Background: an optimization exercise with open tools, aiming at small area, a short achievable clock period and few clock cycles per item. Do not read the settings as production practice. Only simulation tests tie the RTL to the original design; equivalence was not proved.

## flow/design.v

```verilog
module fpu_round (
    input  wire               sign,
    input  wire signed [11:0] exp,      
    input  wire        [47:0] m,        
    input  wire               sticky,
    input  wire        [1:0]  rm,       
    input  wire               ftz,
    output reg         [31:0] result,
    output reg         [3:0]  flags     
);
    localparam NX = 4'b0001, UF = 4'b0010, OF = 4'b0100;
    function round_up;
        input       s;
        input [1:0] mode;
        input       lsb, guard, st;
        begin
            case (mode)
                2'd0:    round_up = guard & (st | lsb);
                2'd1:    round_up = 1'b0;
                2'd2:    round_up = s & (guard | st);
                default: round_up = ~s & (guard | st);
            endcase
        end
    endfunction
    wire [23:0] n_keep  = m[47:24];
    wire        n_guard = m[23];
    wire        n_st    = (|m[22:0]) | sticky;
    wire        n_inx   = n_guard | n_st;
    wire [24:0] n_rnd   = {1'b0, n_keep} + round_up(sign, rm, n_keep[0], n_guard, n_st);
    wire        n_carry = n_rnd[24];
    wire signed [11:0] e_rnd = exp + {11'd0, n_carry};
    wire [22:0] n_frac  = n_carry ? n_rnd[23:1] : n_rnd[22:0];
    wire overflow = e_rnd > 12'sd127;
    wire tiny     = e_rnd < -12'sd126;
    wire signed [12:0] sh_full = -13'sd102 - {exp[11], exp};
    wire        [5:0]  sh      = (sh_full > 13'sd63) ? 6'd63 : sh_full[5:0];
    wire       [111:0] wide    = {m, 64'd0} >> sh;
    wire        [23:0] s_keep  = wide[87:64];
    wire               s_guard = wide[63];
    wire               s_st    = (|wide[62:0]) | sticky;
    wire               s_inx   = s_guard | s_st;
    wire        [23:0] s_rnd   = s_keep + {23'd0, round_up(sign, rm, s_keep[0], s_guard, s_st)};
    always @* begin
        if (overflow) begin
            if (rm == 2'd1 || (rm == 2'd2 && !sign) || (rm == 2'd3 && sign))
                result = {sign, 31'h7F7F_FFFF};
            else
                result = {sign, 31'h7F80_0000};
            flags = OF | NX;
        end else if (tiny) begin
            if (ftz) begin
                result = {sign, 31'd0};
                flags  = UF | NX;
            end else begin
                result = {sign, 7'd0, s_rnd};
                flags  = s_inx ? (UF | NX) : 4'd0;
            end
        end else begin
            result = {sign, e_rnd[7:0] + 8'd127, n_frac};
            flags  = n_inx ? NX : 4'd0;
        end
    end
endmodule
module fpu_unpack (
    input  wire        [31:0] x,
    input  wire               ftz,
    output wire               sign,
    output wire signed [11:0] exp,     
    output wire        [23:0] sig,     
    output wire               is_zero,
    output wire               is_inf,
    output wire               is_nan,
    output wire               is_snan
);
    wire [7:0]  e = x[30:23];
    wire [22:0] f = x[22:0];
    wire        sub = (e == 8'd0) && (f != 23'd0);
    assign sign    = x[31];
    assign is_nan  = (e == 8'hFF) && (f != 23'd0);
    assign is_snan = is_nan && !f[22];
    assign is_inf  = (e == 8'hFF) && (f == 23'd0);
    assign is_zero = (e == 8'd0) && ((f == 23'd0) || ftz);
    assign exp     = (e == 8'd0) ? -12'sd126 : ($signed({4'd0, e}) - 12'sd127);
    assign sig     = is_zero ? 24'd0 : {!sub, f};
endmodule
module fma_core (
    input  wire        clk,
    input  wire [31:0] a,
    input  wire [31:0] b,
    input  wire [31:0] c,
    input  wire [1:0]  rm,
    input  wire        ftz,
    output reg  [31:0] result,
    output reg  [3:0]  flags        
);
    localparam [3:0]  NV   = 4'b1000;
    localparam [31:0] QNAN = 32'h7FC0_0000;
    wire               sa, sb, sc, za, zb, zc, ia, ib, ic, na, nb, nc, sna, snb, snc;
    wire signed [11:0] ea, eb, ec;
    wire        [23:0] ma, mb, mc;
    fpu_unpack ua (.x(a), .ftz(ftz), .sign(sa), .exp(ea), .sig(ma), .is_zero(za),
                   .is_inf(ia), .is_nan(na), .is_snan(sna));
    fpu_unpack ub (.x(b), .ftz(ftz), .sign(sb), .exp(eb), .sig(mb), .is_zero(zb),
                   .is_inf(ib), .is_nan(nb), .is_snan(snb));
    fpu_unpack uc (.x(c), .ftz(ftz), .sign(sc), .exp(ec), .sig(mc), .is_zero(zc),
                   .is_inf(ic), .is_nan(nc), .is_snan(snc));
    wire sp = sa ^ sb;
    wire zp = za || zb;
    wire pinf = ia || ib;
    wire [47:0] p = ma * mb;
    wire signed [12:0] j = {ec[11], ec} - {ea[11], ea} - {eb[11], eb} + 13'sd26;
    wire               c_high = j > 13'sd53;
    wire signed [12:0] sh_p_full = j - 13'sd53;
    wire signed [12:0] sh_c_full = 13'sd53 - j;
    wire        [6:0]  sh_p = !c_high ? 7'd0 : (sh_p_full > 13'sd80 ? 7'd80 : sh_p_full[6:0]);
    wire        [6:0]  sh_c =  c_high ? 7'd0 : (sh_c_full > 13'sd80 ? 7'd80 : sh_c_full[6:0]);
    wire signed [12:0] base = c_high ? sh_p_full : 13'sd0;
    wire [156:0] p_wide = {26'd0, p, 3'd0, 80'd0} >> sh_p;
    wire [156:0] c_wide = {mc, 53'd0, 80'd0} >> sh_c;
    wire [76:0]  p_w = {p_wide[156:81], p_wide[80] | (|p_wide[79:0])};
    wire [76:0]  c_w = {c_wide[156:81], c_wide[80] | (|c_wide[79:0])};
    wire signed [11:0] e_base = ea + eb - 12'sd49 + base[11:0];
    wire any_snan = sna || snb || snc;
    reg        spec;
    reg [31:0] spec_res;
    reg [3:0]  spec_flg;
    always @* begin
        spec = 1'b1;
        spec_res = 32'd0;
        spec_flg = 4'd0;
        if (pinf && zp) begin
            spec_res = QNAN; spec_flg = NV;
        end else if (na || nb || nc) begin
            spec_res = QNAN; spec_flg = any_snan ? NV : 4'd0;
        end else if (pinf) begin
            spec_res = (ic && sc != sp) ? QNAN : {sp, 31'h7F80_0000};
            spec_flg = (ic && sc != sp) ? NV : 4'd0;
        end else if (ic) begin
            spec_res = {sc, 31'h7F80_0000};
        end else if (zp) begin
            if (!zc)           spec_res = c;
            else if (sp == sc) spec_res = {sp, 31'd0};
            else               spec_res = {rm == 2'd2, 31'd0};
        end else
            spec = 1'b0;
    end
    reg [76:0]  p1, c1;
    reg         sp1, sc1, spec1, ftz1;
    reg [1:0]   rm1;
    reg [31:0]  sres1;
    reg [3:0]   sflg1;
    reg signed [11:0] eb1;
    always @(posedge clk) begin
        p1 <= p_w; c1 <= c_w; sp1 <= sp; sc1 <= sc; spec1 <= spec; ftz1 <= ftz;
        rm1 <= rm; sres1 <= spec_res; sflg1 <= spec_flg; eb1 <= e_base;
    end
    wire        eff_sub = sp1 ^ sc1;
    wire        c_big   = c1 > p1;
    wire [77:0] w = !eff_sub ? ({1'b0, p1} + {1'b0, c1}) :
                    c_big    ? ({1'b0, c1} - {1'b0, p1}) : ({1'b0, p1} - {1'b0, c1});
    wire        s_sum = !eff_sub ? sp1 : (c_big ? sc1 : sp1);
    reg [6:0] msb;
    integer i;
    always @* begin
        msb = 7'd0;
        for (i = 0; i < 78; i = i + 1)
            if (w[i]) msb = i[6:0];
    end
    reg [77:0]  w2;
    reg [6:0]   msb2;
    reg         s2, spec2, ftz2;
    reg [1:0]   rm2;
    reg [31:0]  sres2;
    reg [3:0]   sflg2;
    reg signed [11:0] eb2;
    always @(posedge clk) begin
        w2 <= w; msb2 <= msb; s2 <= s_sum; spec2 <= spec1; ftz2 <= ftz1;
        rm2 <= rm1; sres2 <= sres1; sflg2 <= sflg1; eb2 <= eb1;
    end
    wire [77:0] w_norm = w2 << (7'd77 - msb2);
    wire signed [11:0] e_norm = eb2 + $signed({5'd0, msb2});
    wire        wz = (w2 == 78'd0);
    reg [47:0]  m3;
    reg         st3, s3, spec3, ftz3, wz3;
    reg [1:0]   rm3;
    reg [31:0]  sres3;
    reg [3:0]   sflg3;
    reg signed [11:0] e3;
    always @(posedge clk) begin
        m3 <= w_norm[77:30]; st3 <= |w_norm[29:0]; s3 <= s2; spec3 <= spec2;
        ftz3 <= ftz2; wz3 <= wz; rm3 <= rm2; sres3 <= sres2; sflg3 <= sflg2; e3 <= e_norm;
    end
    wire [31:0] r_round;
    wire [3:0]  f_round;
    fpu_round u_round (.sign(s3), .exp(e3), .m(m3), .sticky(st3),
                       .rm(rm3), .ftz(ftz3), .result(r_round), .flags(f_round));
    always @* begin
        result = r_round;
        flags  = f_round;
        if (spec3) begin
            result = sres3;
            flags  = sflg3;
        end else if (wz3) begin
            result = {rm3 == 2'd2, 31'd0};
            flags  = 4'd0;
        end
    end
endmodule
module tangram_fma (
    input  wire        clk,
    input  wire        rst,         
    input  wire        in_valid,
    output reg         in_ready,
    input  wire [31:0] in_a,
    input  wire [31:0] in_b,
    input  wire [31:0] in_c,
    input  wire [1:0]  in_frm,      
    input  wire        in_ftz,
    output reg         out_valid,
    input  wire        out_ready,
    output reg  [31:0] out_result,
    output reg  [3:0]  out_flags    
);
    localparam integer LAT = 3;             
    localparam integer QN  = LAT + 2;       
    localparam integer NW  = 4;             
    reg        v_in;
    reg [31:0] a_r, b_r, c_r;
    reg [1:0]  rm_r;
    reg        ftz_r;
    wire       acc = in_valid && in_ready;
    always @(posedge clk) begin
        v_in  <= !rst && acc;
        a_r   <= in_a;
        b_r   <= in_b;
        c_r   <= in_c;
        rm_r  <= in_frm;
        ftz_r <= in_ftz;
    end
    wire [31:0] res;
    wire [3:0]  flg;
    fma_core u_fma (.clk(clk), .a(a_r), .b(b_r), .c(c_r), .rm(rm_r), .ftz(ftz_r),
                    .result(res), .flags(flg));
    reg [LAT-1:0] v_pipe;
    always @(posedge clk)
        if (rst) v_pipe <= {LAT{1'b0}};
        else     v_pipe <= {v_pipe[LAT-2:0], v_in};
    wire pv = v_pipe[LAT-1];
    reg [35:0] q [0:QN-1];
    reg [2:0]  rp, wp;
    reg [2:0]  qcnt;
    wire q_empty = (qcnt == 3'd0);
    wire o_free  = !out_valid || out_ready;
    wire take    = out_valid && out_ready;
    wire pop     = o_free && !q_empty;
    wire push    = pv && !(o_free && q_empty);
    wire [2:0] rp_n = (rp == QN-1) ? 3'd0 : rp + 3'd1;
    wire [2:0] wp_n = (wp == QN-1) ? 3'd0 : wp + 3'd1;
    always @(posedge clk) begin
        if (pv) q[wp] <= {res, flg};
        if (rst) begin
            out_valid <= 1'b0;
            rp <= 3'd0; wp <= 3'd0; qcnt <= 3'd0;
        end else begin
            if (o_free) begin
                out_valid <= !q_empty || pv;
                {out_result, out_flags} <= !q_empty ? q[rp] : {res, flg};
            end
            if (pop)  rp <= rp_n;
            if (push) wp <= wp_n;
            qcnt <= qcnt + {2'd0, push} - {2'd0, pop};
        end
    end
    reg [NW-1:0] nout;
    wire [NW-1:0] nout_n = nout + {{(NW-1){1'b0}}, acc} - {{(NW-1){1'b0}}, take};
    always @(posedge clk)
        if (rst) begin
            nout     <= {NW{1'b0}};
            in_ready <= 1'b1;
        end else begin
            nout     <= nout_n;
            in_ready <= (nout_n <= QN);
        end
endmodule
```

## flow/run.sh

```bash
#!/bin/bash
# synth_recipe.tcl (not shown) runs the flow's synth.tcl, then flattens the netlist and writes it again
# the make line also repeats each setting of config.mk as NAME=value (left out here)
make -C /OpenROAD-flow-scripts/flow DESIGN_CONFIG=/design/flow/config.mk WORK_HOME=/design/flow/orfs CLKGATE_MAP_FILE= SYNTH_SCRIPT=/design/flow/synth_recipe.tcl finish
```

## flow/config.mk

```make
export PLATFORM = sky130hd
export DESIGN_NAME = tangram_fma
export DESIGN_NICKNAME = tangram_fma
export VERILOG_FILES = /design/flow/design.v
export SDC_FILE = /design/flow/constraint.sdc
export NUM_CORES = 4
export LEC_CHECK = 0
export CAP_MARGIN = 20
export CORE_MARGIN = 2
export CORE_UTILIZATION = 40
export SLEW_MARGIN = 20
```

## flow/constraint.sdc

```tcl
create_clock -name core_clock -period 33.0 [get_ports {clk}]
set_input_delay 6.6000 -clock core_clock [delete_from_list [all_inputs] [get_ports {clk}]]
set_output_delay 6.6000 -clock core_clock [all_outputs]
set_load 0.01 [all_outputs]
```

==> reports/results.tsv <==
metric	value	unit
status	complete, no violations	
die_h	428.6	um
rsz0062_at_grt	no	
ant_nets	0	
ys.flop_type	dfxtp_1	
setup_tns	0	ns
vias_per_cell	6.027	
max_stage_delay	0.94	ns
tightestPinTransition	1.234	ns
grt_max_degree	78	
cp.arrival	13.24	ns
cts.sinks	751	
worst_skew_pair.late_latency	0.71	ns
timing.final.ws_setup	20.33	ns
postPlaceCellArea	0.07567	sq mm
synth.top_cell.area_share	0.1485	
cts_root_buf	clkbuf_16	
cts_buffers	84	
final_util	0.4403	
drv_slew	0	
ys_ff_latch	751	
synthDistinctLibCells	110	
drive_gt1_frac	0.06483	
htreeDepth	3	
area_growth	9.163	%
fmax	0.07890	GHz
synth_common_cells	nor2_1 (1199), inv_1 (870), nand2_1 (657), dfxtp_1 (535), fa_1 (509)	
die_w	428.6	um
track_usage	0.2819	
setup_viol	0	
cts-resized-gates	0	
r2r_cells	37	
hpwlAfterDp	208600	um
yosysWarnings	3	
async_reset_ff_frac	0	
synth.most_common_cell	nor2_1	
path_max_fanout	29	
dp_slack	20.36	ns
fin_cells	10930	
maxCapViolations	0	
crit_slowest_cell	nand2_1	
final_nets	9526	
cp-start-kind	register	
cts_hold_repair.buffers	0	
drt_wl_total	265600	um
grt_pass1_vias	64050	
seq_area_frac_synth	0.2385	
gp_congestion	1.003	
syn_nets	9672	
syn_inst	8653	
num_rows	155	
post-cts-setup-buffers	0	
min_period	12.67	ns
synth_edf_count	216	
io_pins	141	
critPathCaptureType	register	
r2r_setup_slack	20.33	ns
skew	0.06719	ns
cts_tree	done	
syn_area	0.07212	sq mm
antenna_found_initial	6	
min_period_over_period	0.3841	
drt-wirelength-per-cell	24.29	um
grt_pass1_wl	401500	um
place_inst	10780	
r2r_start	a_r[23]$_DFF_P_	
finalInstanceArea	0.07872	sq mm
start_util	0.4033	
r2r-end	u_fma.p1[0]$_DFF_P_	
crit_path_frequent_cell	fa_1	
max_slew_margin	0.1558	
finalHoldViolations	0	
syn_area_per_cell	8.334	sq um
synth_largest_area_cell	dfxtp_1	
cp-endpoint	u_fma.p1[0]$_DFF_P_	
grt_remaining_overflow	0	
routed-via-count	65900	
io_buffers	140	
clock_path_buffers	3	
path_class	reg -> reg	
synth.area.top_cells	dfxtp_1 (15%), fa_1 (14%), edfxtp_1 (9.0%)	
first_pass_iters	8	
die_area	0.1837	sq mm
first_iter_violations	7525	
crit_required	33.56	ns
cts.clk_slew.worst_paths	0.06	ns
crit_start	a_r[23]$_DFF_P_	
worstHoldPathType	reg -> reg	
drc	0	
coreArea	0.1788	sq mm
## cells in the final DEF (no fill, tap or decap), drive strengths merged, types with 34 or more instances in the layout
cell,count
a21o,113
o21bai,62
mux2,49
nand2b,49
buf,116
fa,509
a211oi,88
mux4,91
nor2b,69
o21ai,474
clkbuf,111
inv,879
clkdlybuf4s50,140
a22oi,53
a21oi,495
nand4,118
edfxtp,216
and3,66
a31oi,84
nor2,1203
nor3,190
nor4,101
o211ai,117
xor2,87
nand3,191
o21a,44
and2,78
or2,54
o22ai,63
ha,407
mux2i,315
or3,61
dfxtp,535
nand2,661
o31ai,45
o221ai,34
xnor2,143
## logic make-up after synthesis
family,after synthesis,share of synthesized area
multiplexers,455,0.07979
adder cells (fa/ha/maj),917,0.2121
AND/OR/NAND/NOR,2919,0.1853
AO/OA/AOI/OAI,2018,0.1834
flip-flops,751,0.2385
XOR/XNOR,230,0.02804
buffers and inverters,1363,0.07289
## worst max-delay path: cells and delay by family, from the launching register on
kind,cells,cell delay [ns]
compound gates,12,4.06
xor+xnor,1,0.23
fa+ha+maj,9,4.18
buf+inv,6,0.73
flops,1,0.34
simple gates,9,2.92
## flip-flops by register name (all words and copies together), names as in the netlist, 7 cells and up, named ones only
register     cells
a_r             32
b_r             32
c_r             32
out_result      32
q              180
u_fma.c1        77
u_fma.e3        12
u_fma.eb1       12
u_fma.eb2       12
u_fma.m3        48
u_fma.msb2       7
u_fma.p1        51
u_fma.sres1     32
u_fma.sres2     32
u_fma.sres3     32
u_fma.w2        78
## metal layers
metal | vias to the layer above | part of all wire | GRT usage
li1 | 29940 | - | -
met1 | 32510 | 0.41 | 0.3749
met2 | 3007 | 0.46 | 0.4572
met3 | 442 | 0.080 | 0.04231
met4 | 0 | 0.044 | 0.1167
met5 | - | 0 | 0
## through the flow
stage / hold slack, ns
finish: 0.3132
detailed placement: 0.3121
CTS: 0.3085
global placement: 0.3100
global route: 0.3211
floorplan: 0.3096
## cell type report
| class | instances | area (sq um) |
|---|---|---|
| multi-input combinational | 6539 | 50010 |
| clock buffer | 111 | 2303 |
| antenna | 3 | 7.507 |
| timing repair buffer | 256 | 2280 |
| clock inverter | 44 | 684.4 |
| fill | 17790 | 100100 |
| tap | 2355 | 2947 |
| sequential | 751 | 17210 |
| inverter | 875 | 3284 |
## worst min path at each step
stage                                   to                 startpoint  cells past startpoint
floorplan             u_fma.eb2[0]$_DFF_P_       u_fma.eb1[0]$_DFF_P_                      0
global placement      u_fma.eb2[9]$_DFF_P_       u_fma.eb1[9]$_DFF_P_                      0
detailed placement    u_fma.eb2[7]$_DFF_P_       u_fma.eb1[7]$_DFF_P_                      0
CTS                 u_fma.sres2[9]$_DFF_P_  u_fma.sres1[9]$_SDFF_PP0_                      0
global route        u_fma.sres3[2]$_DFF_P_     u_fma.sres2[2]$_DFF_P_                      0
finish              u_fma.sres2[9]$_DFF_P_  u_fma.sres1[9]$_SDFF_PP0_                      0
Testbench counts, summed over its fixed seeds: cycles 16,040, items 16,000.

-- port drivers added, routing unchanged --
In the flow no input, the clock included, has a driving cell. The finished layout below was timed again as built, in two steps.
Step 1 (the two cells are an assumption about what drives the block):
set clk [get_ports {clk}]
set_driving_cell -lib_cell sky130_fd_sc_hd__clkbuf_16 $clk
set_driving_cell -lib_cell sky130_fd_sc_hd__buf_2 [delete_from_list [all_inputs] $clk]
Step 2 also shifts input and output timing later by t, the mid clock arrival at the registers, as if the neighbouring blocks saw the same clock.
Three values: ideal ports, drivers, drivers and shift; two values: the first two.
t (ns): 0.780
slack for setup (ns): 20.325 / 20.325 / 20.325
pins driven straight from the clock port: 1
After both steps setup and hold are still met in this run. For this run, drivers alone change the setup slack by 0.000 ns; drivers and shift together by 0.000 ns.
